What follows belongs to an exercise in optimizing a design on an open flow for small area, a short achievable clock period and few clock cycles per item; a production flow would make more cautious choices. In this exercise RTL edits were held to simulation tests only and were not proved equivalent to the original.

==> design.v <==
module loop_law (
    input  wire        clk,
    input  wire        rst,
    input  wire        start,
    output wire        ready,
    output reg         done,
    input  wire [31:0] r,
    input  wire [31:0] y,
    input  wire [63:0] ff,
    input  wire        scanner,
    input  wire        reverse,
    input  wire        d_on_error,
    input  wire        preset,
    input  wire [6:0]  gain_table,
    input  wire [31:0] e_norm,
    input  wire [15:0] dfilt,
    input  wire [15:0] aw,
    input  wire [31:0] umin,
    input  wire [31:0] umax,
    input  wire [31:0] imin,
    input  wire [31:0] imax,
    input  wire [31:0] slew,
    input  wire [63:0] i_in,
    input  wire [63:0] yf_in,
    input  wire [32:0] e_prev,
    input  wire [31:0] u_prev,
    output wire        tbl_rd,
    output wire [11:0] tbl_addr,
    input  wire [15:0] tbl_en,
    input  wire [31:0] tbl_kp,
    input  wire [31:0] tbl_ki,
    input  wire [31:0] tbl_kd,
    output reg  [31:0] u_out,
    output wire [63:0] i_out,
    output reg  [63:0] yf_out,
    output wire [32:0] e_out
);
    reg        busy;
    reg [4:0]  cyc;
    wire       acc = start & ~busy;
    assign ready = ~busy;
    wire c1_ = busy && cyc == 5'd1;
    wire c2_ = busy && cyc == 5'd2;
    wire c3_ = busy && cyc == 5'd3;
    wire c4_ = busy && cyc == 5'd4;
    wire c5_ = busy && cyc == 5'd5;
    wire c6_ = busy && cyc == 5'd6;
    wire c7_ = busy && cyc == 5'd7;
    wire c8_ = busy && cyc == 5'd8;
    wire c9_ = busy && cyc == 5'd9;
    wire c10_ = busy && cyc == 5'd10;
    wire b1 = busy && cyc == 5'd11;
    wire b2 = busy && cyc == 5'd12;
    wire b3 = busy && cyc == 5'd13;
    wire b4 = busy && cyc == 5'd14;
    wire b5 = busy && cyc == 5'd15;
    wire b6 = busy && cyc == 5'd16;
    wire b7 = busy && cyc == 5'd17;
    wire [32:0] dpos, dneg;
    wire        dpos_c, dneg_c;
    bk_add #(33) u_dpos (.a({r[31], r}), .b(~{y[31], y}), .ci(1'b1), .s(dpos), .co(dpos_c));
    bk_add #(33) u_dneg (.a({y[31], y}), .b(~{r[31], r}), .ci(1'b1), .s(dneg), .co(dneg_c));
    wire [32:0] ep = scanner ? {dpos[31], dpos[31:0]} : dpos;
    wire [32:0] en_ = scanner ? {~dpos[31] & dneg[31], dneg[31:0]} : dneg;
    wire [32:0] e_now = reverse ? en_ : ep;
    wire [32:0] ae = ep[32] ? en_ : ep;
    wire [36:0] sat_s;
    wire        en_sat;
    bk_add #(37) u_sat (.a({4'b0000, ae}), .b(~{1'b0, e_norm, 4'b0000}), .ci(1'b1), .s(sat_s), .co(en_sat));
    reg  [32:0] e;
    assign e_out = e;
    wire [63:0] e64 = {{31{e[32]}}, e};
    reg  [31:0] dv_r;        
    reg  [31:0] dv_d;        
    reg  [33:0] dv_d3;       
    reg  [5:0]  dv_b;
    reg  [17:0] q;           
    reg         sat;
    reg  [15:0] lo_en, hi_en;
    wire [33:0] en3;
    wire        en3_c;
    bk_add #(34) u_en3 (.a({2'b00, e_norm}), .b({1'b0, e_norm, 1'b0}), .ci(1'b0), .s(en3), .co(en3_c));
    wire [31:0] dv_rin  = dv_r;
    wire [31:0] dv_din  = dv_d;
    wire [33:0] dv_d3in = dv_d3;
    wire [5:0]  dv_bits = c1_ ? dv_b : 6'd0;
    wire [1:0]  dq1, dq2, dq3;
    wire [31:0] dr1, dr2, dr3;
    dv_step u_ds1 (.r(dv_rin), .bb(dv_bits[5:4]), .d(dv_din), .d3(dv_d3in), .q(dq1), .rn(dr1));
    dv_step u_ds2 (.r(dr1),    .bb(dv_bits[3:2]), .d(dv_din), .d3(dv_d3in), .q(dq2), .rn(dr2));
    dv_step u_ds3 (.r(dr2),    .bb(dv_bits[1:0]), .d(dv_din), .d3(dv_d3in), .q(dq3), .rn(dr3));
    reg  [3:0]  pb;          
    reg  [4:0]  idx;         
    reg         t31;
    reg  [33:0] klo;
    reg  [33:0] dk;
    wire [15:0] s16 = klo[15:0];
    wire [15:0] s8  = klo[31:16];
    wire [15:0] s24 = dk[15:0];
    wire [15:0] en_q  = q[15:0];
    wire [15:0] cmp_s0, cmp_s1, cmp_s2, cmp_s3;
    wire        kl, k1, k2a, k2b;
    assign kl = tbl_en <= en_q;
    bk_add #(16) u_k1  (.a(en_q), .b(~s16),    .ci(1'b1), .s(cmp_s1), .co(k1));
    bk_add #(16) u_k2a (.a(en_q), .b(~s24),    .ci(1'b1), .s(cmp_s2), .co(k2a));
    bk_add #(16) u_k2b (.a(en_q), .b(~s8),     .ci(1'b1), .s(cmp_s3), .co(k2b));
    wire        ge31  = kl;                        
    wire        k2    = k1 ? k2a : k2b;
    wire [15:0] na, da, db, nb, d0;
    wire        na_c, da_c, db_c, nb_c, d0_c;
    bk_add #(16) u_fdb (.a(tbl_en),  .b(~lo_en),  .ci(1'b1), .s(db), .co(db_c));
    bk_add #(16) u_fd0 (.a(hi_en),   .b(~lo_en),  .ci(1'b1), .s(d0), .co(d0_c));
    bk_add #(16) u_fnb (.a(q[15:0]), .b(~lo_en),  .ci(1'b1), .s(nb), .co(nb_c));
    bk_add #(16) u_fda (.a(d0),      .b(~db),     .ci(1'b1), .s(da), .co(da_c));
    bk_add #(16) u_fna (.a(nb),      .b(~db),     .ci(1'b1), .s(na), .co(na_c));
    wire [15:0] f_num = kl ? na : nb;
    wire [15:0] f_den = kl ? da : db;
    wire [17:0] f_den3;
    wire        f_den3_c;
    bk_add #(18) u_fden3 (.a({2'b00, f_den}), .b({1'b0, f_den, 1'b0}), .ci(1'b0), .s(f_den3), .co(f_den3_c));
    wire [4:0]  idx_hi = t31 ? 5'd31 : idx + 5'd1;
    reg  [4:0]  rd_pt;
    reg         rd;
    always @(*) begin
        rd    = 1'b0;
        rd_pt = 5'd0;
        if (!busy) begin
            rd    = start;
            rd_pt = 5'd16;
        end else begin
            case (cyc)
                5'd1:  begin rd = 1'b1; rd_pt = 5'd8;  end
                5'd2:  begin rd = 1'b1; rd_pt = 5'd24; end
                5'd3:  begin rd = 1'b1; rd_pt = 5'd31; end
                5'd4:  begin rd = 1'b1; rd_pt = {k1 | ge31, k2 | ge31, 1'b1, ge31, ge31}; end
                5'd5:  begin rd = 1'b1; rd_pt = {pb[1:0], kl, 2'b10}; end
                5'd6:  begin rd = 1'b1; rd_pt = {pb[2:0], kl, 1'b1}; end
                5'd7:  begin rd = 1'b1; rd_pt = {pb[3:0], kl}; end
                5'd8:  begin rd = 1'b1; rd_pt = idx_hi; end
                5'd10: begin rd = 1'b1; rd_pt = idx; end
                5'd11: begin rd = 1'b1; rd_pt = idx_hi; end
                5'd12: begin rd = 1'b1; rd_pt = idx; end
                5'd13: begin rd = 1'b1; rd_pt = idx_hi; end
                default: ;
            endcase
        end
    end
    assign tbl_rd   = rd;
    assign tbl_addr = {gain_table, rd_pt};
    wire [31:0] k_hi = b4 ? tbl_ki : b2 ? tbl_kp : tbl_kd;
    wire [32:0] dk_next;
    wire        dk_c;
    bk_add #(33) u_dk (.a({k_hi[31], k_hi}), .b(~{klo[31], klo[31:0]}), .ci(1'b1), .s(dk_next), .co(dk_c));
    reg  [31:0] ka;          
    reg  [63:0] acc_r;       
    reg  [63:0] xr;          
    wire        interp = b1 | b3 | b5;
    reg         doe_r, rev_r;
    wire [63:0] d_sh    = {{16{acc_r[63]}}, acc_r[63:16]};
    wire        d_neg   = ~doe_r & rev_r;
    wire [63:0] d_term  = doe_r ? acc_r : (d_neg ? ~d_sh : d_sh);
    wire [31:0] mu_a = interp ? {16'd0, q[15:0]} : ka;
    reg  [63:0] mu_b, mu_c;
    always @(*) begin
        mu_b = acc_r;
        mu_c = 64'd0;
        if (interp) begin
            mu_b = {{31{dk[32]}}, dk[32:0]};
            mu_c = {{16{klo[31]}}, klo[31:0], 16'h8000};
        end else if (b2 || b7) begin
            mu_b = xr;
        end else if (b4) begin
            mu_b = e64;
            mu_c = d_term;
        end else if (b6) begin
            mu_b = e64;
            mu_c = xr;
        end
    end
    wire [63:0] mu_c2  = b4 ? xr : 64'd0;        
    wire        mu_cin = b4 & d_neg;
    wire [33:0] ax = {mu_a[31], mu_a, 1'b0};
    wire [63:0] b2x = {mu_b[62:0], 1'b0};
    wire [63:0] rows [0:15];
    wire [63:0] negrow;
    genvar gk;
    generate
        for (gk = 0; gk < 16; gk = gk + 1) begin : g_booth
            wire bp = ax[2*gk+2];
            wire b0 = ax[2*gk+1];
            wire bm = ax[2*gk];
            wire one = b0 ^ bm;
            wire two = (bp & ~b0 & ~bm) | (~bp & b0 & bm);
            wire [63:0] pp = (({64{one}} & mu_b) | ({64{two}} & b2x)) ^ {64{bp}};
            assign rows[gk] = pp << (2*gk);
            assign negrow[2*gk] = bp;
            assign negrow[2*gk+1] = 1'b0;
        end
    endgenerate
    assign negrow[63:32] = 32'd0;
    wire [63:0] mu_y = rows[0] + rows[1] + rows[2] + rows[3] + rows[4] + rows[5] +
                       rows[6] + rows[7] + rows[8] + rows[9] + rows[10] + rows[11] +
                       rows[12] + rows[13] + rows[14] + rows[15] +
                       negrow + mu_c + mu_c2 + {63'd0, mu_cin};
    wire [63:0] mu_sh = {{16{mu_y[63]}}, mu_y[63:16]};    
    wire [63:0] yf_diff;
    wire        yf_diff_c;
    bk_add #(64) u_yfd (.a({{16{y[31]}}, y, 16'd0}), .b(~yf_in), .ci(1'b1), .s(yf_diff), .co(yf_diff_c));
    wire [63:0] yf_new;
    wire        yf_new_c;
    bk_add #(64) u_yfn (.a(yf_in), .b(d_sh), .ci(1'b0), .s(yf_new), .co(yf_new_c));
    wire [33:0] dd_err;
    wire        dd_err_c;
    bk_add #(34) u_dde (.a({e[32], e}), .b(~{e_prev[32], e_prev}), .ci(1'b1), .s(dd_err), .co(dd_err_c));
    wire [48:0] dd_yf;                                   
    wire        dd_yf_c;
    bk_add #(49) u_ddy (.a(49'd0), .b(~d_sh[48:0]), .ci(1'b1), .s(dd_yf), .co(dd_yf_c));
    wire [63:0] dd_x    = d_on_error ? {{30{dd_err[33]}}, dd_err} : {{15{dd_yf[48]}}, dd_yf};
    wire [63:0] imin64  = {{16{dv_r[31]}}, dv_r, 16'd0};
    wire [63:0] imax64  = {{16{dv_d3[31]}}, dv_d3[31:0], 16'd0};
    wire [63:0] pre;
    wire        pre_c;
    bk_add #(64) u_pre (.a({{16{dv_d[31]}}, dv_d, 16'd0}), .b(~acc_r), .ci(1'b1), .s(pre), .co(pre_c));
    wire        pre_lo, pre_hi;
    clamp_cmp #(32) u_cpre (.v(pre), .lo(dv_r), .hi(dv_d3[31:0]), .below(pre_lo), .above(pre_hi));
    wire [63:0] i0_pre  = pre_lo ? imin64 : (pre_hi ? imax64 : pre);
    wire [63:0] i0_next = preset ? i0_pre : i_in;
    wire [63:0] lo64    = {{14{klo[33]}}, klo, 16'd0};
    wire [63:0] hi64    = {{14{dk[33]}}, dk, 16'd0};
    wire [63:0] u_raw;
    wire        u_raw_c;
    bk_add #(64) u_ur (.a(acc_r), .b(xr), .ci(1'b0), .s(u_raw), .co(u_raw_c));
    wire        u_below, u_above;
    clamp_cmp #(34) u_cu (.v(u_raw), .lo(klo), .hi(dk), .below(u_below), .above(u_above));
    wire [63:0] du_d;
    wire        du_c;
    bk_add #(64) u_du (.a(u_below ? lo64 : hi64), .b(~u_raw), .ci(1'b1), .s(du_d), .co(du_c));
    wire [63:0] du_next = du_d & {64{u_below | u_above}};
    wire [47:0] u_rnd;
    wire        u_rnd_c;
    bk_add #(48) u_rd (.a(u_raw[47:0]), .b(u_raw[63] ? 48'd32767 : 48'd32768), .ci(1'b0), .s(u_rnd), .co(u_rnd_c));
    wire [31:0] u_fin   = u_below ? klo[31:0] : u_above ? dk[31:0] : u_rnd[47:16];
    wire [33:0] ua   = {{2{umin[31]}}, umin};
    wire [33:0] ub   = {{2{umax[31]}}, umax};
    wire [33:0] up   = {{2{u_prev[31]}}, u_prev};
    wire [33:0] uc, ud;
    wire        uc_c, ud_c;
    bk_add #(34) u_uc (.a(up), .b(~{2'b00, slew}), .ci(1'b1), .s(uc), .co(uc_c));
    bk_add #(34) u_ud (.a(up), .b({2'b00, slew}),  .ci(1'b0), .s(ud), .co(ud_c));
    wire        slew_on = |slew;
    wire        b_lt_c, d_lt_a, a_lt_c, b_lt_d;
    slt #(34) u_bc (.a(ub), .b(uc), .lt(b_lt_c));
    slt #(34) u_da (.a(ud), .b(ua), .lt(d_lt_a));
    slt #(34) u_ac (.a(ua), .b(uc), .lt(a_lt_c));
    slt #(34) u_bd (.a(ub), .b(ud), .lt(b_lt_d));
    wire [33:0] lo_next = !slew_on ? ua : b_lt_c ? uc : d_lt_a ? ud : (a_lt_c ? uc : ua);
    wire [33:0] hi_next = !slew_on ? ub : b_lt_c ? uc : d_lt_a ? ud : (b_lt_d ? ub : ud);
    wire [63:0] i_sum;
    wire        i_sum_c;
    bk_add #(64) u_is (.a(acc_r), .b(xr), .ci(1'b0), .s(i_sum), .co(i_sum_c));
    wire        i_lo, i_hi;
    clamp_cmp #(32) u_ci (.v(i_sum), .lo(dv_r), .hi(dv_d3[31:0]), .below(i_lo), .above(i_hi));
    assign i_out = i_lo ? imin64 : (i_hi ? imax64 : i_sum);
    always @(posedge clk) begin
        if (rst) begin
            busy <= 1'b0;
            done <= 1'b0;
            cyc  <= 5'd0;
        end else begin
            done <= 1'b0;
            if (acc) begin
                busy <= 1'b1;
                cyc  <= 5'd1;
            end else if (busy) begin
                if (c4_ && ge31)
                    cyc <= 5'd11;
                else
                    cyc <= cyc + 5'd1;
                if (b7) begin
                    busy <= 1'b0;
                    done <= 1'b1;
                end
            end
        end
    end
    always @(posedge clk) begin
        if (acc) begin
            e      <= e_now;
            dv_r   <= {5'd0, ae[32:6]};
            dv_b   <= ae[5:0];
            dv_d   <= e_norm;
            dv_d3  <= en3;
            q      <= 18'd0;
            sat    <= en_sat;
            acc_r  <= yf_diff;
            ka     <= {16'd0, dfilt};
            doe_r  <= d_on_error;
            rev_r  <= reverse;
        end
        if (c1_ || c2_ || c3_ || c9_ || c10_) begin
            dv_r <= dr3;
            q    <= {q[11:0], dq1, dq2, dq3};
        end
        if (c3_ && sat)
            q <= 18'h0FFFF;
        if (c7_) begin
            dv_r  <= {16'd0, f_num};
            dv_d  <= {16'd0, f_den};
            dv_d3 <= {16'd0, f_den3};
        end
        if (c8_) begin
            dv_r  <= dr2;
            q     <= {14'd0, dq1, dq2};
        end
        if (c1_)
            acc_r <= mu_y;
        if (c2_) begin
            yf_out <= yf_new;
            xr     <= dd_x;
        end
        if (c1_) klo[15:0]  <= tbl_en;
        if (c2_) klo[31:16] <= tbl_en;
        if (c3_) dk[15:0]   <= tbl_en;
        if (c4_) begin
            t31 <= ge31;
            pb  <= {2'b00, k1, k2};
            case ({k1, k2})
                2'b00: begin lo_en <= 16'd0; hi_en <= s8;    end
                2'b01: begin lo_en <= s8;    hi_en <= s16;   end
                2'b10: begin lo_en <= s16;   hi_en <= s24;   end
                default: begin lo_en <= s24; hi_en <= tbl_en; end
            endcase
            if (ge31) begin
                idx <= 5'd31;
                klo <= {2'b00, tbl_kd};
                q   <= 18'd0;
            end
        end
        if (c5_ || c6_ || c7_) begin
            pb <= {pb[2:0], kl};
            if (kl)
                lo_en <= tbl_en;
            else
                hi_en <= tbl_en;
        end
        if (c7_)
            idx <= {pb[3:0], kl};
        if (c8_) klo <= {2'b00, tbl_kd};
        if (b1)  klo <= {2'b00, tbl_kp};
        if (b3)  klo <= {2'b00, tbl_ki};
        if (c9_ || b2 || b4)
            dk <= {1'b0, dk_next};
        if (b5) begin
            klo <= lo_next;
            dk  <= hi_next;
        end
        if (b1) begin
            dv_r  <= imin;
            dv_d  <= u_prev;
            dv_d3 <= {2'b00, imax};
        end
        if (interp)
            ka <= mu_y[47:16];
        if (b2 || b4 || b6)
            acc_r <= mu_y;
        if (b2)
            xr <= ff;
        if (b5)
            xr <= i0_next;
        if (b6) begin
            xr    <= du_next;
            u_out <= u_fin;
            ka    <= {16'd0, aw};
        end
        if (b7)
            xr <= mu_sh;
    end
endmodule
module clamp_cmp #(parameter W = 32) (
    input  wire [63:0]  v,
    input  wire [W-1:0] lo,
    input  wire [W-1:0] hi,
    output wire         below,
    output wire         above
);
    wire [63-16-W+1:0] top = v[63:16+W-1];
    wire        fits = (&top) | ~(|top);
    wire [W-1:0] vh = v[16+W-1:16];
    wire        lt_lo, lt_hi, eq_hi;
    slt #(W) u_l (.a(vh), .b(lo), .lt(lt_lo));
    slt #(W) u_h (.a(hi), .b(vh), .lt(lt_hi));
    assign eq_hi = vh == hi;
    assign below = fits ? lt_lo : v[63];
    assign above = fits ? (lt_hi | (eq_hi & (|v[15:0]))) : ~v[63];
endmodule
module slt #(parameter W = 32) (
    input  wire [W-1:0] a,
    input  wire [W-1:0] b,
    output wire         lt
);
    wire [W-1:0] s;
    wire         c;
    bk_add #(W) u_a (.a({~a[W-1], a[W-2:0]}), .b(~{~b[W-1], b[W-2:0]}), .ci(1'b1), .s(s), .co(c));
    assign lt = ~c;
endmodule
module dv_step (
    input  wire [31:0] r,
    input  wire [1:0]  bb,
    input  wire [31:0] d,
    input  wire [33:0] d3,
    output wire [1:0]  q,
    output wire [31:0] rn
);
    wire [33:0] r4 = {r, bb};
    wire [33:0] t1, t2, t3;
    wire        c1, c2, c3;
    bk_add #(34) u_1 (.a(r4), .b(~{2'b00, d}),       .ci(1'b1), .s(t1), .co(c1));
    bk_add #(34) u_2 (.a(r4), .b(~{1'b0, d, 1'b0}),  .ci(1'b1), .s(t2), .co(c2));
    bk_add #(34) u_3 (.a(r4), .b(~d3),               .ci(1'b1), .s(t3), .co(c3));
    assign q  = c3 ? 2'd3 : c2 ? 2'd2 : c1 ? 2'd1 : 2'd0;
    assign rn = c3 ? t3[31:0] : c2 ? t2[31:0] : c1 ? t1[31:0] : r4[31:0];
endmodule
module bk_add #(parameter W = 64) (
    input  wire [W-1:0] a,
    input  wire [W-1:0] b,
    input  wire         ci,
    output wire [W-1:0] s,
    output wire         co
);
    localparam L = (W > 64) ? 7 : (W > 32) ? 6 : (W > 16) ? 5 : (W > 8) ? 4 : (W > 4) ? 3 : 2;
    wire [2*L*W-1:0] g;
    wire [2*L*W-1:0] p;
    wire [W-1:0] g0 = a & b;
    wire [W-1:0] p0 = a ^ b;
    assign g[W-1:0] = {g0[W-1:1], g0[0] | (p0[0] & ci)};
    assign p[W-1:0] = p0;
    genvar lv, i;
    generate
        for (lv = 0; lv < L; lv = lv + 1) begin : up
            for (i = 0; i < W; i = i + 1) begin : bt
                if ((i % (2 << lv)) == (2 << lv) - 1) begin : op
                    assign g[(lv+1)*W+i] = g[lv*W+i] | (p[lv*W+i] & g[lv*W+i-(1<<lv)]);
                    assign p[(lv+1)*W+i] = p[lv*W+i] & p[lv*W+i-(1<<lv)];
                end else begin : pass
                    assign g[(lv+1)*W+i] = g[lv*W+i];
                    assign p[(lv+1)*W+i] = p[lv*W+i];
                end
            end
        end
        for (lv = 0; lv < L - 1; lv = lv + 1) begin : dn
            for (i = 0; i < W; i = i + 1) begin : bt
                if (i >= 3 * (1 << (L - 2 - lv)) - 1 &&
                    ((i - (3 * (1 << (L - 2 - lv)) - 1)) % (2 << (L - 2 - lv))) == 0) begin : op
                    assign g[(L+lv+1)*W+i] = g[(L+lv)*W+i] | (p[(L+lv)*W+i] & g[(L+lv)*W+i-(1<<(L-2-lv))]);
                    assign p[(L+lv+1)*W+i] = p[(L+lv)*W+i] & p[(L+lv)*W+i-(1<<(L-2-lv))];
                end else begin : pass
                    assign g[(L+lv+1)*W+i] = g[(L+lv)*W+i];
                    assign p[(L+lv+1)*W+i] = p[(L+lv)*W+i];
                end
            end
        end
    endgenerate
    wire [W-1:0] c = g[(2*L-1)*W +: W];
    assign s  = p0 ^ {c[W-2:0], ci};
    assign co = c[W-1];
endmodule
==> run.sh <==
#!/bin/bash
# synth_recipe.tcl (not shown) runs the flow's synth.tcl, then flattens the netlist and writes it again
# the make line also repeats each setting of config.mk as NAME=value (left out here)
make -C /OpenROAD-flow-scripts/flow DESIGN_CONFIG=/design/flow/config.mk WORK_HOME=/design/flow/orfs CLKGATE_MAP_FILE= SYNTH_SCRIPT=/design/flow/synth_recipe.tcl finish
==> config.mk <==
export PLATFORM = sky130hd
export DESIGN_NAME = loop_law
export DESIGN_NICKNAME = loop_law
export VERILOG_FILES = /design/flow/design.v
export SDC_FILE = /design/flow/constraint.sdc
export NUM_CORES = 4
export LEC_CHECK = 0
export CAP_MARGIN = 20
export CORE_MARGIN = 2
export CORE_UTILIZATION = 40
export SLEW_MARGIN = 20
==> constraint.sdc <==
create_clock -name core_clock -period 30.0 [get_ports {clk}]
set_input_delay 6.0000 -clock core_clock [delete_from_list [all_inputs] [get_ports {clk}]]
set_output_delay 6.0000 -clock core_clock [all_outputs]
set_load 0.01 [all_outputs]
==> results of run 1 <==
state kept, by name, summed over array words and instances, names as in the netlist, 16 cells and up:
register and count:
hi_en 16, q 16, yf_out 64, ka 32
e 33, dv_d3 34, u_out 32, dv_d 32
acc_r 64, xr 64, dk 34, dv_r 32
lo_en 16, klo 34
worst min path at each step:
stage,from,end,cells past startpoint,slack (ns)
final,hi_en[9]$_DFF_P_,hi_en[9]$_DFF_P_,2,0.49
after global routing,hi_en[11]$_DFF_P_,hi_en[11]$_DFF_P_,2,0.51
after CTS,hi_en[11]$_DFF_P_,hi_en[11]$_DFF_P_,2,0.49
after detailed placement,hi_en[9]$_DFF_P_,hi_en[9]$_DFF_P_,2,0.48
after global placement,hi_en[9]$_DFF_P_,hi_en[9]$_DFF_P_,2,0.47
after floorplan,hi_en[11]$_DFF_P_,hi_en[11]$_DFF_P_,2,0.45
critical path, stage by stage:
cell	delay (ns)
clkdlybuf4s50_1	0.85
ha_1	0.35
nor2b_1	0.14
o21a_1	0.16
o21a_1	0.16
o21a_1	0.16
o21a_1	0.16
o21a_1	0.16
o21bai_1	0.15
a31oi_2	0.10
buf_4	0.25
nor2_1	0.19
o21ai_0	0.11
a31oi_1	0.77
clkdlybuf4s50_1	0.71
logic make-up after synthesis:
group,count (synthesis)
buffers and inverters,2810
XOR/XNOR,1102
adder cells (fa/ha/maj),2913
AND/OR/NAND/NOR,3595
AO/OA/AOI/OAI,5260
flip-flops,528
multiplexers,284
synthesized netlist by cell type (all sizes together) (193+ instances only):
library cell	number
inv	1616
a21oi	1563
ha	1512
nor2	1243
fa	1211
nand2	1093
clkbuf	1067
o21ai	1023
xnor2	757
o22ai	550
a21o	533
edfxtp	423
a221oi	376
nor3	373
xor2	343
mux2i	256
nand3	193
per-layer routing:
metal	up-vias	track usage (%)
li1	59293	-
met2	11443	62.6
met5	-	0
met3	2452	21.5
met4	74	39.2
met1	70105	59.5
metrics by stage:
| stage | setup WS [ns] | util, % | instance area [µm²] |
|---|---|---|---|
| final | 13.54 | 45.7 | 151000 |
| after global routing | 13.47 | 45.6 | 151000 |
| after CTS | 13.73 | 45.6 | 150000 |
| after detailed placement | 13.75 | 44.7 | 147000 |
| after global placement | 13.68 | 44.7 | 147000 |
| after floorplan | 15.56 | - | 133000 |
layout make-up:
cell class	count	share of cell area, %
Multi-Input combinational cell	13154	71.7
Sequential cell	528	9.85
Inverter	1619	4.03
Clock buffer	97	1.47
Antenna cell	139	0.231
Timing Repair Buffer	1437	8.64
Tap cell	4366	3.62
Clock inverter	57	0.460
==> metrics.md, run 1 <==
| Metric | Value |
|---|---|
| Status | complete, no violations |
| RSZ-0062 raised after global routing | no |
| Routed WL per cell | 39.0 µm |
| Asr flop ratio synth | 0% |
| # hold bufs at CTS | 0 |
| Commonest non-fill, non-tap cell in the layout | inv_1 |
| Routed WL | around 830,000 µm |
| DR pass1 iterations | 13 |
| WL met3 | 129,000 µm |
| CTS root buf | clkbuf_16 |
| DR top layer | met5 |
| Worst Hold Class | reg2reg |
| Post-synthesis register bit count | 528 |
| R2r setup slk | 14.65 ns |
| Core area | 330,000 µm² |
| Largest net degree at the start of global routing | 135 |
| Multiplexer share of the synthesized area | 2.19% |
| Setup Buffers After CTS | 0 |
| Sequential area share after synthesis | 11.2% |
| DRC viols | 0 |
| Reg2reg end | xr[60]$_DFFE_PP_ |
| Met2 routed WL | ~310,000 µm |
| Crit. End Element | primary output |
| Placer Congestion | roughly 1.1 |
| Initial DRC Count | ~24k |
| Relative slew slack | 6.45% |
| TritonCTS clock tree | built |
| CTS Buffer Depth | 4 |
| # IOs | 879 |
| Nets | about 20k |
| Area grow syn2layout | 13.8% |
| Synth top area share | 18.3% |
| Reg-to-Reg Start | cyc[1]$_SDFFE_PP0P_ |
| Yosys warns | 1 |
| Synth Area in Compound Gates | 25.1% |
| Final Hold Fails | 0 |
| FF-to-FF path depth | 40 |
| Layout cells sized above 1 | 5.98% |
| Post-synthesis xor/xnor area fraction | 7.30% |
| Worst-path clk slew | roughly 0.060 ns |
| Critical path arrival | around 10 ns |
| Initial antenna violation count | 138 |
| Top post-synthesis cells by area | fa_1, ha_1, edfxtp_1 |
| First-pass GRT wire length | 1,110,000 µm |
| Worst setup endpoint | tbl_addr[0] |
| Synth Flop Type | edfxtp_1 |
| Die height | 580 µm |
| Detail Route Antenna Nets | 0 |
| Placed Instances | 21.1k |
| Site Rows | 211 |
| Dpl hpwl | approximately 700,000 µm |
| Required time of the critical path | 24.00 ns |
| Fin Setup TNS | 0 ns |
| Die area | 336,000 µm² |
| Area of the multi-input gates | between 100,000 and 150,000 µm² |
| Clock sinks | 528 |
| Initial Util | between 40 and 50% |
| Skew final | around 0.15 ns |
| Final Setup Violations | 0 |
| Vias | 143k |
| Avg Cell Area, Syn | 8.04 µm² |
| Max-slew violation count | 0 |
| Non-filler instance count after layout | 21.4k |
| Cells after Synth | 16.5k |
| Area leader, netlist | fa_1 |
| Number of synthesized flops with an enable pin | 423 |
| Tightest Pin Transition | 1.39 ns |
| H-tree levels | 3 |
| Post-Synth Simple-Gate Area | 12.2% |
| Global Route Usage Sum | 47.8% |
| Worst-Skew Late Latency | about 0.91 ns |
| Drt via density | 6.70 |
| Filler Cells Inserted | roughly 33k |
| Max cap viols | 0 |
| Grt ovf | 0 |
| PortBufs | approximately 860 |
| Fmax | 60.7 MHz |
| Vias in the first global route | 129k |
| Syn_nets | 19.9k |
| M1 WL | roughly 310,000 µm |
| Synthesized area | 133,000 µm² |
| Adder-cell share of the synthesized area | 34.0% |
| Minimum clock period | 16.46 ns |
| Largest family of logic cells by synthesized area | adder cells |
| Synth cell types | 104 |
| Register Area | 14,900 µm² |
| Critical setup path kind | in2out |
| Startpoint Class | input pin |
| Post-cts resize count | 0 |
| Commonest non-fill, non-tap cells in the layout | inv_1, ha_1, a21oi_1 |
| Worst hold margin | 0.493 ns |
| Tcrit/Tclk final | 54.9% |
| Die Span X | 580 µm |
| Max FO, Critical Path | 30 |
| Critical Path Source | tbl_en[1] |
| Num CTS Buffers | 86 |
Testbench counts, summed over its fixed seeds: cycles 50,352, items 3,200.
==> run 2, diff against run 1 <==
--- a/design.v
+++ b/design.v
@@ -154,7 +154,7 @@
     reg  [31:0] ka;          
     reg  [63:0] acc_r;       
     reg  [63:0] xr;          
-    wire        interp = b1 | b3 | b5;
+    wire        interp = (b1 | b3 | b5) & ~t31;
     reg         doe_r, rev_r;
     wire [63:0] d_sh    = {{16{acc_r[63]}}, acc_r[63:16]};
     wire        d_neg   = ~doe_r & rev_r;
@@ -273,7 +273,9 @@
                 cyc  <= 5'd1;
             end else if (busy) begin
                 if (c4_ && ge31)
-                    cyc <= 5'd11;
+                    cyc <= 5'd12;
+                else if (b2 && t31)
+                    cyc <= 5'd14;
                 else
                     cyc <= cyc + 5'd1;
                 if (b7) begin
@@ -332,8 +334,7 @@
             endcase
             if (ge31) begin
                 idx <= 5'd31;
-                klo <= {2'b00, tbl_kd};
-                q   <= 18'd0;
+                ka  <= tbl_kd;
             end
         end
         if (c5_ || c6_ || c7_) begin
@@ -354,13 +355,17 @@
             klo <= lo_next;
             dk  <= hi_next;
         end
-        if (b1) begin
+        if (b2) begin
             dv_r  <= imin;
             dv_d  <= u_prev;
             dv_d3 <= {2'b00, imax};
         end
         if (interp)
             ka <= mu_y[47:16];
+        if (b2 && t31)
+            ka <= tbl_kp;
+        if (b4 && t31)
+            ka <= tbl_ki;
         if (b2 || b4 || b6)
             acc_r <= mu_y;
         if (b2)
--- a/config.mk
+++ b/config.mk
@@ -5,6 +5,7 @@
 export SDC_FILE = /design/flow/constraint.sdc
 export NUM_CORES = 4
 export LEC_CHECK = 0
+export ABC_AREA = 1
 export CAP_MARGIN = 20
 export CORE_MARGIN = 2
 export CORE_UTILIZATION = 40
==> metrics.md, run 2 <==
| Metric | Value |
|---|---|
| Setup Buffers After CTS | 0 |
| Drt via density | roughly 6.3 |
| Tightest Pin Transition | 1.35 ns |
| Worst-Skew Late Latency | 0.89 ns |
| Post-cts resize count | 0 |
| Area leader, netlist | fa_1 |
| Critical path arrival | 10.43 ns |
| Post-synthesis register bit count | around 530 |
| Required time of the critical path | 24.00 ns |
| Commonest non-fill, non-tap cells in the layout | nand2_1, inv_1, ha_1 |
| Status | complete, no violations |
| Critical setup path kind | reg2out |
| Vias in the first global route | 120k |
| M1 WL | 268,000 µm |
| CTS root buf | clkbuf_16 |
| Asr flop ratio synth | 0% |
| PortBufs | between 800 and 900 |
| Grt ovf | 0 |
| Placer Congestion | 1.12 |
| Reg-to-Reg Start | busy$_SDFF_PP0_ |
| Avg Cell Area, Syn | slightly below 8 µm² |
| Tcrit/Tclk final | 54.8% |
| Routed WL | roughly 740,000 µm |
| Slowest CP cell | inv_1 |
| Filler Cells Inserted | 31.2k |
| Synth top area share | 19.8% |
| DR pass1 iterations | 8 |
| Most numerous cell in the Yosys netlist | nand2_1 |
| Die area | 311,000 µm² |
| Nets | 19.7k |
| Max cap viols | 0 |
| Pre-CTS WS | 14.01 ns |
| Synthesized area | 123,000 µm² |
| Synth cell types | 73 |
| Syn_nets | between 15k and 20k |
| Setup slack after layout | 13.57 ns |
| Crit path buffers/inverters | 6 |
| Sequential area share after synthesis | between 10% and 20% |
| Crit. End Element | primary output |
| # IOs | between 800 and 900 |
| Core area | 306,000 µm² |
| Largest net degree at the start of global routing | approximately 140 |
| First-pass GRT wire length | 994,000 µm |
| Clock sinks | 528 |
| Met2 routed WL | 288,000 µm |
| Die height | between 500 and 600 µm |
| Top post-synthesis cells by area | fa_1, ha_1, edfxtp_1 |
| Area grow syn2layout | 14.0% |
| Initial DRC Count | 19.3k |
| Hold Startpoint | lo_en[12]$_DFF_P_ |
| DR top layer | met5 |
| H-tree levels | 3 |
| Crit path max-delay family | compound AO/OA/AOI/OAI gates |
| Layout cells sized above 1 | around 4.7% |
| Detail Route Antenna Nets | 0 |
| Largest regs | acc_r (64), xr (64), yf_out (64) |
| Dpl cell area | 137,000 µm² |
| Synth Flop Type | edfxtp_1 |
| Startpoint Class | flop |
| Initial antenna violation count | 169 |
| Site Rows | 203 |
| Routed WL per cell | 35.8 µm |
| WL met3 | 112,000 µm |
| Worst-path clk slew | 0.06 ns |
| Yosys warns | 1 |
| Worst path most repeated cell | nand2_1 |
| CTS Buffer Depth | 4 |
| Critical Path Source | acc_r[0]$_DFFE_PP_ |
| Slowest Stage Delay on Critical Path | 1.01 ns |
| Minimum clock period | about 16 ns |
| Fmax | 60.9 MHz |
| Relative slew slack | 9.46% |
| Worst Hold Class | reg2reg |
| Cells after Synth | between 15k and 20k |
| Max FO, Critical Path | 63 |
| Die Span X | 558 µm |
| # hold bufs at CTS | 0 |
| Post-route cell area | 140,000 µm² |
| Fin Setup TNS | 0 ns |
| Initial Util | 40.2% |
| RSZ-0062 raised after global routing | no |
| Vias | 130k |
| Final core utilization | around 46% |
| Max-slew violation count | 0 |
| Number of synthesized flops with an enable pin | 443 |
| Final Hold Fails | 0 |
| Final Setup Violations | 0 |
| Num CTS Buffers | 83 |
| TritonCTS clock tree | built |
| Dpl hpwl | 601,000 µm |
| Skew final | 0.0915 ns |
| Commonest non-fill, non-tap cell in the layout | nand2_1 |
| Most frequent cells after synthesis | nand2_1, inv_1, ha_1 |
| DRC viols | 0 |
| Global Route Usage Sum | 46.2% |
[run 2: worst register-to-register path: cells and delay by family (launching register included)]
kind                       cells  cell delay [ns]
adders and majority gates      7             3.31
buffers and inverters          8             3.05
AOI/OAI and AO/OA              6             2.55
and+or+nand+nor               10             2.74
DFF                            1             0.78
xor gates and xnor gates       2             1.17
[run 2: layer usage]
metal / vias to the layer above / GRT usage (%)
met3: 2305 / 21.1
met4: 100 / 35.0
li1: 54523 / -
met5: - / 0
met2: 9957 / 63.2
met1: 63011 / 56.0
[run 2: cell type report]
cell class | instances | area (µm²) | area share [%]
Multi-Input combinational cell | 12109 | 96200 | 68.8
Inverter | 2330 | 8760 | 6.26
Clock inverter | 46 | 543 | 0.388
Timing Repair Buffer | 1243 | 11500 | 8.22
Clock buffer | 100 | 2320 | 1.66
Antenna cell | 143 | 358 | 0.256
Sequential cell | 528 | 15000 | 10.7
Tap cell | 4100 | 5130 | 3.67
[run 2: cell families after synthesis]
| group | synth area share (%) |
|---|---|
| adders and majority gates | 35.2 |
| xor gates and xnor gates | 9.68 |
| and+or+nand+nor | 12.6 |
| DFF | 12.2 |
| AOI/OAI and AO/OA | 20.2 |
| muxes | 0.238 |
| buffers and inverters | 9.91 |
[run 2: final timing paths]
path / slack [ns] / cells after the start / endpoint
hold reg to reg: 0.49 / 2 / lo_en[12]$_DFF_P_
setup / recovery: 13.57 / 33 / i_out[30]
hold / removal: 0.49 / 2 / lo_en[12]$_DFF_P_
setup reg to reg: 16.02 / 33 / acc_r[38]$_DFFE_PP_
[run 2: stage by stage]
step	hold slack, ns	cells
3_5_place_dp	0.476	20309
6_report	0.490	20599
3_3_place_gp	0.473	20308
5_1_grt	0.504	20496
2_1_floorplan	0.441	15835
4_1_cts	0.487	20455
Testbench counts of run 2, summed over its fixed seeds: cycles 47,936, items 3,200.
==> run 3, diff against run 2 <==
--- a/design.v
+++ b/design.v
@@ -36,26 +36,26 @@
     output wire [32:0] e_out
 );
     reg        busy;
-    reg [4:0]  cyc;
+    reg [17:1] st;           
     wire       acc = start & ~busy;
     assign ready = ~busy;
-    wire c1_ = busy && cyc == 5'd1;
-    wire c2_ = busy && cyc == 5'd2;
-    wire c3_ = busy && cyc == 5'd3;
-    wire c4_ = busy && cyc == 5'd4;
-    wire c5_ = busy && cyc == 5'd5;
-    wire c6_ = busy && cyc == 5'd6;
-    wire c7_ = busy && cyc == 5'd7;
-    wire c8_ = busy && cyc == 5'd8;
-    wire c9_ = busy && cyc == 5'd9;
-    wire c10_ = busy && cyc == 5'd10;
-    wire b1 = busy && cyc == 5'd11;
-    wire b2 = busy && cyc == 5'd12;
-    wire b3 = busy && cyc == 5'd13;
-    wire b4 = busy && cyc == 5'd14;
-    wire b5 = busy && cyc == 5'd15;
-    wire b6 = busy && cyc == 5'd16;
-    wire b7 = busy && cyc == 5'd17;
+    wire c1_ = st[1];
+    wire c2_ = st[2];
+    wire c3_ = st[3];
+    wire c4_ = st[4];
+    wire c5_ = st[5];
+    wire c6_ = st[6];
+    wire c7_ = st[7];
+    wire c8_ = st[8];
+    wire c9_ = st[9];
+    wire c10_ = st[10];
+    wire b1 = st[11];
+    wire b2 = st[12];
+    wire b3 = st[13];
+    wire b4 = st[14];
+    wire b5 = st[15];
+    wire b6 = st[16];
+    wire b7 = st[17];
     wire [32:0] dpos, dneg;
     wire        dpos_c, dneg_c;
     bk_add #(33) u_dpos (.a({r[31], r}), .b(~{y[31], y}), .ci(1'b1), .s(dpos), .co(dpos_c));
@@ -100,11 +100,13 @@
     wire [15:0] en_q  = q[15:0];
     wire [15:0] cmp_s0, cmp_s1, cmp_s2, cmp_s3;
     wire        kl, k1, k2a, k2b;
-    assign kl = tbl_en <= en_q;
+    wire        kl_a = tbl_en <= en_q;
+    bk_add #(16) u_kl  (.a(en_q), .b(~tbl_en), .ci(1'b1), .s(cmp_s0), .co(kl));
     bk_add #(16) u_k1  (.a(en_q), .b(~s16),    .ci(1'b1), .s(cmp_s1), .co(k1));
     bk_add #(16) u_k2a (.a(en_q), .b(~s24),    .ci(1'b1), .s(cmp_s2), .co(k2a));
     bk_add #(16) u_k2b (.a(en_q), .b(~s8),     .ci(1'b1), .s(cmp_s3), .co(k2b));
     wire        ge31  = kl;                        
+    wire        ge31_a = kl_a;
     wire        k2    = k1 ? k2a : k2b;
     wire [15:0] na, da, db, nb, d0;
     wire        na_c, da_c, db_c, nb_c, d0_c;
@@ -128,21 +130,17 @@
             rd    = start;
             rd_pt = 5'd16;
         end else begin
-            case (cyc)
-                5'd1:  begin rd = 1'b1; rd_pt = 5'd8;  end
-                5'd2:  begin rd = 1'b1; rd_pt = 5'd24; end
-                5'd3:  begin rd = 1'b1; rd_pt = 5'd31; end
-                5'd4:  begin rd = 1'b1; rd_pt = {k1 | ge31, k2 | ge31, 1'b1, ge31, ge31}; end
-                5'd5:  begin rd = 1'b1; rd_pt = {pb[1:0], kl, 2'b10}; end
-                5'd6:  begin rd = 1'b1; rd_pt = {pb[2:0], kl, 1'b1}; end
-                5'd7:  begin rd = 1'b1; rd_pt = {pb[3:0], kl}; end
-                5'd8:  begin rd = 1'b1; rd_pt = idx_hi; end
-                5'd10: begin rd = 1'b1; rd_pt = idx; end
-                5'd11: begin rd = 1'b1; rd_pt = idx_hi; end
-                5'd12: begin rd = 1'b1; rd_pt = idx; end
-                5'd13: begin rd = 1'b1; rd_pt = idx_hi; end
-                default: ;
-            endcase
+            rd = 1'b1;
+            if (c1_)       rd_pt = 5'd8;
+            else if (c2_)  rd_pt = 5'd24;
+            else if (c3_)  rd_pt = 5'd31;
+            else if (c4_)  rd_pt = {k1 | ge31_a, k2 | ge31_a, 1'b1, ge31_a, ge31_a};
+            else if (c5_)  rd_pt = {pb[1:0], kl_a, 2'b10};
+            else if (c6_)  rd_pt = {pb[2:0], kl_a, 1'b1};
+            else if (c7_)  rd_pt = {pb[3:0], kl_a};
+            else if (c10_ | b2) rd_pt = idx;
+            else if (c8_ | b1 | b3) rd_pt = idx_hi;
+            else rd = 1'b0;
         end
     end
     assign tbl_rd   = rd;
@@ -159,7 +157,7 @@
     wire [63:0] d_sh    = {{16{acc_r[63]}}, acc_r[63:16]};
     wire        d_neg   = ~doe_r & rev_r;
     wire [63:0] d_term  = doe_r ? acc_r : (d_neg ? ~d_sh : d_sh);
-    wire [31:0] mu_a = interp ? {16'd0, q[15:0]} : ka;
+    wire [31:0] mu_a = interp ? {16'd0, q[15:0]} : b6 ? {16'd0, lo_en} : ka;
     reg  [63:0] mu_b, mu_c;
     always @(*) begin
         mu_b = acc_r;
@@ -167,17 +165,17 @@
         if (interp) begin
             mu_b = {{31{dk[32]}}, dk[32:0]};
             mu_c = {{16{klo[31]}}, klo[31:0], 16'h8000};
-        end else if (b2 || b7) begin
+        end else if (b2 || b6) begin
             mu_b = xr;
         end else if (b4) begin
             mu_b = e64;
             mu_c = d_term;
-        end else if (b6) begin
+        end else if (b7) begin
             mu_b = e64;
-            mu_c = xr;
+            mu_c = acc_r;
         end
     end
-    wire [63:0] mu_c2  = b4 ? xr : 64'd0;        
+    wire [63:0] mu_c2  = (b4 | b7) ? xr : 64'd0;    
     wire        mu_cin = b4 & d_neg;
     wire [33:0] ax = {mu_a[31], mu_a, 1'b0};
     wire [63:0] b2x = {mu_b[62:0], 1'b0};
@@ -218,20 +216,23 @@
     wire [63:0] dd_x    = d_on_error ? {{30{dd_err[33]}}, dd_err} : {{15{dd_yf[48]}}, dd_yf};
     wire [63:0] imin64  = {{16{dv_r[31]}}, dv_r, 16'd0};
     wire [63:0] imax64  = {{16{dv_d3[31]}}, dv_d3[31:0], 16'd0};
-    wire [63:0] pre;
-    wire        pre_c;
-    bk_add #(64) u_pre (.a({{16{dv_d[31]}}, dv_d, 16'd0}), .b(~acc_r), .ci(1'b1), .s(pre), .co(pre_c));
+    wire [63:0] u0_64   = {{16{dv_d[31]}}, dv_d, 16'd0};
+    wire [63:0] pre, ra, rb;
+    wire        pre_c, ra_c, rb_c;
+    bk_add #(64) u_pre (.a(u0_64), .b(~acc_r), .ci(1'b1), .s(pre), .co(pre_c));
+    bk_add #(64) u_ra  (.a(acc_r), .b(imin64), .ci(1'b0), .s(ra), .co(ra_c));
+    bk_add #(64) u_rb  (.a(acc_r), .b(imax64), .ci(1'b0), .s(rb), .co(rb_c));
     wire        pre_lo, pre_hi;
     clamp_cmp #(32) u_cpre (.v(pre), .lo(dv_r), .hi(dv_d3[31:0]), .below(pre_lo), .above(pre_hi));
-    wire [63:0] i0_pre  = pre_lo ? imin64 : (pre_hi ? imax64 : pre);
-    wire [63:0] i0_next = preset ? i0_pre : i_in;
-    wire [63:0] lo64    = {{14{klo[33]}}, klo, 16'd0};
-    wire [63:0] hi64    = {{14{dk[33]}}, dk, 16'd0};
-    wire [63:0] u_raw;
-    wire        u_raw_c;
-    bk_add #(64) u_ur (.a(acc_r), .b(xr), .ci(1'b0), .s(u_raw), .co(u_raw_c));
+    reg         pst_r;
+    wire [63:0] i0_next = pst_r ? (pre_lo ? imin64 : (pre_hi ? imax64 : pre)) : i_in;
+    wire [63:0] u_raw   = pst_r ? (pre_lo ? ra : (pre_hi ? rb : u0_64)) : acc_r;
+    wire [33:0] lo_b    = {dv_b[1:0], ka};
+    wire [33:0] hi_b    = {dv_b[3:2], hi_en, lo_en};
+    wire [63:0] lo64    = {{14{lo_b[33]}}, lo_b, 16'd0};
+    wire [63:0] hi64    = {{14{hi_b[33]}}, hi_b, 16'd0};
     wire        u_below, u_above;
-    clamp_cmp #(34) u_cu (.v(u_raw), .lo(klo), .hi(dk), .below(u_below), .above(u_above));
+    clamp_cmp #(34) u_cu (.v(u_raw), .lo(lo_b), .hi(hi_b), .below(u_below), .above(u_above));
     wire [63:0] du_d;
     wire        du_c;
     bk_add #(64) u_du (.a(u_below ? lo64 : hi64), .b(~u_raw), .ci(1'b1), .s(du_d), .co(du_c));
@@ -239,7 +240,10 @@
     wire [47:0] u_rnd;
     wire        u_rnd_c;
     bk_add #(48) u_rd (.a(u_raw[47:0]), .b(u_raw[63] ? 48'd32767 : 48'd32768), .ci(1'b0), .s(u_rnd), .co(u_rnd_c));
-    wire [31:0] u_fin   = u_below ? klo[31:0] : u_above ? dk[31:0] : u_rnd[47:16];
+    wire [31:0] u_fin   = u_below ? lo_b[31:0] : u_above ? hi_b[31:0] : u_rnd[47:16];
+    wire [63:0] ff_in;
+    wire        ff_in_c;
+    bk_add #(64) u_ffi (.a(ff), .b(preset ? 64'd0 : i_in), .ci(1'b0), .s(ff_in), .co(ff_in_c));
     wire [33:0] ua   = {{2{umin[31]}}, umin};
     wire [33:0] ub   = {{2{umax[31]}}, umax};
     wire [33:0] up   = {{2{u_prev[31]}}, u_prev};
@@ -255,29 +259,26 @@
     slt #(34) u_bd (.a(ub), .b(ud), .lt(b_lt_d));
     wire [33:0] lo_next = !slew_on ? ua : b_lt_c ? uc : d_lt_a ? ud : (a_lt_c ? uc : ua);
     wire [33:0] hi_next = !slew_on ? ub : b_lt_c ? uc : d_lt_a ? ud : (b_lt_d ? ub : ud);
-    wire [63:0] i_sum;
-    wire        i_sum_c;
-    bk_add #(64) u_is (.a(acc_r), .b(xr), .ci(1'b0), .s(i_sum), .co(i_sum_c));
     wire        i_lo, i_hi;
-    clamp_cmp #(32) u_ci (.v(i_sum), .lo(dv_r), .hi(dv_d3[31:0]), .below(i_lo), .above(i_hi));
-    assign i_out = i_lo ? imin64 : (i_hi ? imax64 : i_sum);
+    clamp_cmp #(32) u_ci (.v(acc_r), .lo(dv_r), .hi(dv_d3[31:0]), .below(i_lo), .above(i_hi));
+    assign i_out = i_lo ? imin64 : (i_hi ? imax64 : acc_r);
     always @(posedge clk) begin
         if (rst) begin
             busy <= 1'b0;
             done <= 1'b0;
-            cyc  <= 5'd0;
+            st   <= 17'd0;
         end else begin
             done <= 1'b0;
             if (acc) begin
                 busy <= 1'b1;
-                cyc  <= 5'd1;
+                st   <= 17'd1;
             end else if (busy) begin
                 if (c4_ && ge31)
-                    cyc <= 5'd12;
+                    st <= 17'd1 << 11;           
                 else if (b2 && t31)
-                    cyc <= 5'd14;
+                    st <= 17'd1 << 13;           
                 else
-                    cyc <= cyc + 5'd1;
+                    st <= {st[16:1], 1'b0};
                 if (b7) begin
                     busy <= 1'b0;
                     done <= 1'b1;
@@ -298,6 +299,7 @@
             ka     <= {16'd0, dfilt};
             doe_r  <= d_on_error;
             rev_r  <= reverse;
+            pst_r  <= preset;
         end
         if (c1_ || c2_ || c3_ || c9_ || c10_) begin
             dv_r <= dr3;
@@ -351,9 +353,11 @@
         if (b3)  klo <= {2'b00, tbl_ki};
         if (c9_ || b2 || b4)
             dk <= {1'b0, dk_next};
-        if (b5) begin
-            klo <= lo_next;
-            dk  <= hi_next;
+        if (b4) begin
+            ka         <= lo_next[31:0];
+            dv_b[1:0]  <= lo_next[33:32];
+            dv_b[3:2]  <= hi_next[33:32];
+            {hi_en, lo_en} <= hi_next[31:0];
         end
         if (b2) begin
             dv_r  <= imin;
@@ -364,20 +368,19 @@
             ka <= mu_y[47:16];
         if (b2 && t31)
             ka <= tbl_kp;
-        if (b4 && t31)
+        if (b5 && t31)
             ka <= tbl_ki;
-        if (b2 || b4 || b6)
+        if (b2 || b4 || b7)
             acc_r <= mu_y;
         if (b2)
-            xr <= ff;
-        if (b5)
-            xr <= i0_next;
-        if (b6) begin
+            xr <= ff_in;
+        if (b5) begin
+            acc_r <= i0_next;
             xr    <= du_next;
             u_out <= u_fin;
-            ka    <= {16'd0, aw};
+            lo_en <= aw;
         end
-        if (b7)
+        if (b6)
             xr <= mu_sh;
     end
 endmodule
==> flow/run.sh (new file) <==
#!/bin/bash
# Layout: the standard flow (standard.sh), unchanged except that the buffer
# it puts on every input and output port is a plain buf_2 cell instead of the
# default delay buffer. The flow's full output goes to standard.log.
set -euo pipefail
cd "$(dirname "${BASH_SOURCE[0]}")/.."
export BUFFER_PORTS_ARGS="-buffer_cell sky130_fd_sc_hd__buf_2"
bash standard.sh finish > standard.log 2>&1
==> standard.sh (new file) <==
#!/bin/bash
# synth_recipe.tcl (not shown) runs the flow's synth.tcl, then flattens the netlist and writes it again
# the make line also repeats each setting of config.mk as NAME=value (left out here)
make -C /OpenROAD-flow-scripts/flow DESIGN_CONFIG=/design/flow/config.mk WORK_HOME=/design/flow/orfs CLKGATE_MAP_FILE= SYNTH_SCRIPT=/design/flow/synth_recipe.tcl "${@:-finish}"
--- a/config.mk
+++ b/config.mk
@@ -6,7 +6,7 @@
 export NUM_CORES = 4
 export LEC_CHECK = 0
 export ABC_AREA = 1
-export CAP_MARGIN = 20
+export CAP_MARGIN = 40
 export CORE_MARGIN = 2
-export CORE_UTILIZATION = 40
-export SLEW_MARGIN = 20
+export CORE_UTILIZATION = 50
+export SLEW_MARGIN = 30
removed: run.sh
==> metrics.md, run 3 <==
| Metric | Value |
|---|---|
| Status | complete, no violations |
| Final Setup Violations | 0 |
| Hold Crit Depth | 2 |
| Num CTS Buffers | 79 |
| Tcrit/Tclk final | 48.8% |
| Tightest Pin Transition | 1.10 ns |
| Skew final | 0.0789 ns |
| H-tree levels | 3 |
| Hold EP | st[17]$_SDFFE_PP0P_ |
| Fmax | 68.2 MHz |
| Synthesized area | 128,000 µm² |
| Crit. End Element | primary output |
| Area leader, netlist | fa_1 |
| Largest net degree at the start of global routing | 106 |
| Fin Setup TNS | 0 ns |
| Critical setup path kind | in2out |
| Worst path most repeated cell | nand2_1 |
| Hold Startpoint | st[17]$_SDFFE_PP0P_ |
| WP depth | 16 |
| Synth top area share | 19.7% |
| Commonest non-fill, non-tap cell in the layout | nand2_1 |
| Vias | 138k |
| Max cap viols | 0 |
| Final core utilization | 55.5% |
| Crit path buffers/inverters | 5 |
| Reg-to-Reg Start | acc_r[17]$_DFFE_PP_ |
| M1 WL | 252,000 µm |
| Yosys warns | 1 |
| Layout cells sized above 1 | 11.0% |
| Routed WL | 742,000 µm |
| Routed WL per cell | 36.0 µm |
| Initial Util | between 50% and 60% |
| Core area | 254,000 µm² |
| CTS root buf | clkbuf_16 |
| DRC viols | 0 |
| DR pass1 iterations | 10 |
| Global Route Usage Sum | 55.5% |
| Max-slew violation count | 0 |
| Required time of the critical path | 24.00 ns |
| Most frequent cells after synthesis | nand2_1, inv_1, ha_1 |
| DR top layer | met5 |
| Initial antenna violation count | 140 |
| Synth Flop Type | edfxtp_1 |
| Site Rows | 185 |
| TritonCTS clock tree | built |
| Worst Hold Class | reg2reg |
| Final Hold Fails | 0 |
| Commonest non-fill, non-tap cells in the layout | nand2_1, inv_1, ha_1 |
| Clock sinks | between 500 and 600 |
| Die Span X | 510 µm |
| Cells after Synth | 16.5k |
| Vias in the first global route | roughly 130k |
| Asr flop ratio synth | 0% |
| Relative slew slack | 25.7% |
| FF-to-FF path depth | 72 |
| Slowest CP cell | a221oi_1 |
| Drt via density | between 6 and 7 |
| Minimum clock period | 14.65 ns |
| Startpoint Class | input pin |
| Slowest Stage Delay on Critical Path | 0.43 ns |
| Met2 routed WL | 289,000 µm |
| Crit path cell chain | buf_2 > inv_1 > ha_1 > nand2_1 > inv_1 > a221oi_1 > o211ai_1 > nand2_1 > o2111ai_1 > o41ai_1 > buf_4 > nand2_1 > nand2_1 > a2111oi_0 > a21oi_1 > buf_2 |
| Syn_nets | 20.0k |
| Detail Route Antenna Nets | 0 |
| PortBufs | approximately 860 |
| R2r setup slk | 15.54 ns |
| Avg Cell Area, Syn | 7.76 µm² |
| Dpl hpwl | 592,000 µm |
| Setup Buffers After CTS | 0 |
| Placer Congestion | 1.13 |
| Die height | between 500 and 600 µm |
| WL met3 | 117,000 µm |
| # IOs | 879 |
| Number of synthesized flops with an enable pin | between 400 and 500 |
| Grt ovf | 0 |
| RSZ-0062 raised after global routing | no |
| Max FO, Critical Path | 5 |
| Post-cts resize count | 0 |
| Largest regs | acc_r (64), xr (64), yf_out (64) |
| Reg2reg end | xr[63]$_DFFE_PP_ |
| Post-synthesis register bit count | 539 |
| Crit path max-delay family | compound AO/OA/AOI/OAI gates |
| Synth cell types | 83 |
| Nets | 20.6k |
| Worst-Skew Late Latency | 0.81 ns |
| CTS Buffer Depth | 3 |
| Most numerous cell in the Yosys netlist | nand2_1 |
| First-pass GRT wire length | between 1,000,000 and 1,500,000 µm |
| # hold bufs at CTS | 0 |
| Worst-path clk slew | 0.06 ns |
| Filler Cells Inserted | 24.7k |
| Top post-synthesis cells by area | fa_1, ha_1, edfxtp_1 |
| Initial DRC Count | 22.2k |
| Area grow syn2layout | 10.3% |
| Die area | 260,000 µm² |
| Critical path arrival | roughly 8.7 ns |
| Sequential area share after synthesis | 11.9% |
-- run 3: cell type report --
| class | instances | area [µm²] | area share, % |
|---|---|---|---|
| multi-input combinational | 12681 | 101000 | 71.5 |
| sequential | 539 | 15200 | 10.8 |
| timing repair buffer | 1430 | 8900 | 6.31 |
| inverter | 2361 | 8880 | 6.30 |
| tap | 3366 | 4210 | 2.99 |
| clock buffer | 96 | 2080 | 1.48 |
| clock inverter | 49 | 614 | 0.436 |
| antenna | 100 | 250 | 0.177 |
-- run 3: metrics by stage --
step / hold WS (ns) / setup WS, ns / instance area (µm²) / cells
6_report: 0.524 / 15.35 / 141000 / 20622
5_1_grt: 0.549 / 14.74 / 141000 / 20561
4_1_cts: 0.519 / 15.47 / 140000 / 20478
3_5_place_dp: 0.464 / 15.49 / 138000 / 20333
3_3_place_gp: 0.475 / 15.46 / 137000 / 20234
2_1_floorplan: 0.432 / 16.35 / 128000 / 16479
-- run 3: kinds of logic (layout without fill, tap and decap cells) --
kind of cell               count (synthesis)  in the layout  synth area share, %
DFF                                      539            539                 11.9
and+or+nand+nor                         4037           4037                 13.0
muxes                                      3              3               0.0245
AOI/OAI and AO/OA                       4413           4413                 20.5
other                                      0            100                    0
adders and majority gates               2874           2874                 35.5
buffers and inverters                   3259           3936                 9.74
xor gates and xnor gates                1354           1354                 9.28
-- run 3: layer usage --
metal,vias up,global-route usage [%]
met5,-,1.48
met4,77,48.8
met3,2987,24.5
met2,11612,75.9
met1,66008,65.3
li1,57143,-
-- run 3: worst max-delay path by stage --
stage / end / slack (ns) / from
5_1_grt: xr[63]$_DFFE_PP_ / 14.74 / acc_r[1]$_DFFE_PP_
3_5_place_dp: tbl_addr[0] / 15.49 / tbl_en[3]
3_3_place_gp: tbl_addr[0] / 15.46 / tbl_en[1]
2_1_floorplan: tbl_addr[4] / 16.35 / tbl_en[15]
4_1_cts: tbl_addr[0] / 15.47 / tbl_en[3]
6_report: tbl_addr[4] / 15.35 / tbl_en[3]
-- run 3: tightest hold or removal path, stage by stage, from the launching register on --
cell and delay, ns:
dfxtp_1 0.33, nand2_1 0.08, a21oi_1 0.07
Testbench counts of run 3, summed over its fixed seeds: cycles 47,936, items 3,200.
==> run 4, diff against run 3 <==
--- a/config.mk
+++ b/config.mk
@@ -8,5 +8,5 @@
 export ABC_AREA = 1
 export CAP_MARGIN = 40
 export CORE_MARGIN = 2
-export CORE_UTILIZATION = 50
+export CORE_UTILIZATION = 55
 export SLEW_MARGIN = 30
==> metrics.md, run 4 <==
| Metric | Value |
|---|---|
| Commonest non-fill, non-tap cells in the layout | nand2_1, inv_1, ha_1 |
| R2r setup slk | 15.60 ns |
| Top post-synthesis cells by area | fa_1, ha_1, edfxtp_1 |
| H-tree levels | 3 |
| CTS root buf | clkbuf_16 |
| Post-cts resize count | 0 |
| Status | complete, no violations |
| Setup slack after layout | between 15 and 20 ns |
| # hold bufs at CTS | 0 |
| Routed WL | 713,000 µm |
| Max FO, Critical Path | 56 |
| Synthesized area | around 130,000 µm² |
| Initial Util | 55.4% |
| Synth Flop Type | edfxtp_1 |
| Site Rows | 176 |
| Vias in the first global route | ~130k |
| TritonCTS clock tree | built |
| Worst-Skew Late Latency | 0.84 ns |
| Post-synthesis register bit count | between 500 and 600 |
| Critical path arrival | around 15 ns |
| Worst hold margin | 0.502 ns |
| Most numerous cell in the Yosys netlist | nand2_1 |
| Slowest Stage Delay on Critical Path | 0.61 ns |
| Filler Cells Inserted | 21.6k |
| Critical setup path kind | reg2reg |
| Fin Setup TNS | 0 ns |
| Minimum clock period | roughly 14 ns |
| Fmax | a little under 70 MHz |
| Avg Cell Area, Syn | ~7.8 µm² |
| Crit. End Element | flop |
| Clock sinks | about 540 |
| DR pass1 iterations | 13 |
| Layout cells sized above 1 | 10.6% |
| Synth cell types | 83 |
| Area leader, netlist | fa_1 |
| Dpl cell area | 136,000 µm² |
| Skew final | 0.0856 ns |
| Nets | 20.5k |
| Setup Buffers After CTS | 0 |
| Initial antenna violation count | approximately 160 |
| Grt ovf | 0 |
| First-pass GRT wire length | 976,000 µm |
| PortBufs | 864 |
| Final Setup Violations | 0 |
| Syn_nets | 20.0k |
| Yosys warns | 1 |
| DRC viols | 0 |
| Commonest non-fill, non-tap cell in the layout | nand2_1 |
| Relative slew slack | 25.7% |
| Sequential area share after synthesis | around an eighth |
| Area grow syn2layout | 9.61% |
| Die Span X | 486 µm |
| Worst-path clk slew | 0.06 ns |
| Final Hold Fails | 0 |
| Global Route Usage Sum | 58.7% |
| Die area | 236,000 µm² |
| Tightest Pin Transition | about 1.1 ns |
| Max-slew violation count | 0 |
| RSZ-0062 raised after global routing | no |
| Asr flop ratio synth | 0% |
| Synth top area share | roughly a fifth |
| Tcrit/Tclk final | between 40% and 50% |
| # IOs | 879 |
| Max cap viols | 0 |
| Register Area | 15,200 µm² |
| Dpl hpwl | about 560,000 µm |
| Required time of the critical path | just over 30 ns |
| Drt via density | 6.85 |
| Post-route cell area | 140,000 µm² |
| Worst Hold Class | reg2reg |
| Core area | 231,000 µm² |
| Largest net degree at the start of global routing | about 110 |
| Num CTS Buffers | 77 |
| Routed WL per cell | between 30 and 40 µm |
| Initial DRC Count | 24.0k |
| Area of the multi-input gates | between 100,000 and 150,000 µm² |
| Pre-CTS WS | 15.75 ns |
| Most frequent cells after synthesis | nand2_1, inv_1, ha_1 |
| Crit path buffers/inverters | 10 |
| Vias | ~140k |
| Slowest CP cell | buf_4 |
| Detail Route Antenna Nets | 0 |
| Die height | between 400 and 500 µm |
| Number of synthesized flops with an enable pin | 442 |
| Cells after Synth | approximately 16k |
| Worst path most repeated cell | nand2_1 |
| Largest regs | acc_r (64), xr (64), yf_out (64) |
| Placer Congestion | 1.14 |
| CTS Buffer Depth | 3 |
| Crit path max-delay family | simple AND/OR/NAND/NOR gates |
| Startpoint Class | flop |
==> run 4: path summary, 6_finish.rpt <==
path / start / to / depth (start not counted)
min reg2reg: st[17]$_SDFFE_PP0P_ / busy$_SDFF_PP0_ / 1
max reg2reg: acc_r[0]$_DFFE_PP_ / xr[63]$_DFFE_PP_ / 80
min: st[17]$_SDFFE_PP0P_ / busy$_SDFF_PP0_ / 1
max: acc_r[0]$_DFFE_PP_ / xr[63]$_DFFE_PP_ / 80
==> run 4: kinds of logic (layout without fill, tap and decap cells) <==
family	after synthesis	in the layout	synth area share (%)
xor+xnor	1354	1354	9.28
other cells	0	147	0
flops	539	539	11.9
fa+ha+maj	2874	2874	35.5
simple gates	4037	4037	13.0
compound gates	4413	4413	20.5
buf+inv	3259	3848	9.74
mux	3	3	0.0245
==> run 4: cell type report <==
class                      count  area share (%)
clock buffer                  90            1.47
inverter                    2361            6.34
timing repair buffer        1343            5.91
clock inverter                54           0.480
sequential                   539            10.9
antenna                      147           0.263
tap                         3026            2.70
multi-input combinational  12681            72.0
==> run 4: routing by layer <==
| metal | global-route usage [%] | vias to the layer above | part of all wire (%) |
|---|---|---|---|
| met3 | 30.3 | 3552 | 17 |
| met1 | 68.1 | 65548 | 33 |
| met2 | 77.1 | 12396 | 38 |
| met4 | 54.0 | 98 | 12 |
| met5 | 2.88 | - | 0.19 |
| li1 | - | 57019 | - |
==> run 4: metrics by stage <==
| step | std cells | utilization [%] |
|---|---|---|
| after floorplan | 16479 | - |
| after detailed placement | 19897 | 59.2 |
| after global routing | 20164 | 60.7 |
| final | 20241 | 60.8 |
| after CTS | 20041 | 60.4 |
| after global placement | 19829 | 58.8 |

-- re-timing with driven ports --
The flow's constraints put no driver on any port. The routed layouts listed below were extracted and timed again, unchanged, in two steps.
Step 1 sets driving cells, clkbuf_16 on the clock port and buf_2 on the other inputs (assumed; they add their load-dependent delay and slew).
Step 2 also shifts input and output timing later by t, the mid clock arrival at the registers, as if the neighbouring blocks saw the same clock.
Slacks: ideal ports / drivers / drivers and shift; pairs: ideal ports / drivers.
run	shift t [ns]	setup slack, ns	worst setup path after step 2	latest minus earliest clock arrival (ns)
run 1	0.944	13.537 / 13.508 / 13.508	input to output	0.146 / 0.147
run 2	0.948	13.571 / 13.464 / 13.663	input to output	0.093 / 0.092
run 3	0.889	15.347 / 15.271 / 15.271	input to output	0.078 / 0.078
run 4	0.910	15.598 / 15.541 / 15.541	input to output	0.087 / 0.086
After both steps setup and hold are still met in every run listed. The setup slack of run 3, which loses most, moves by -0.076 ns with the drivers and by -0.076 ns with both steps.
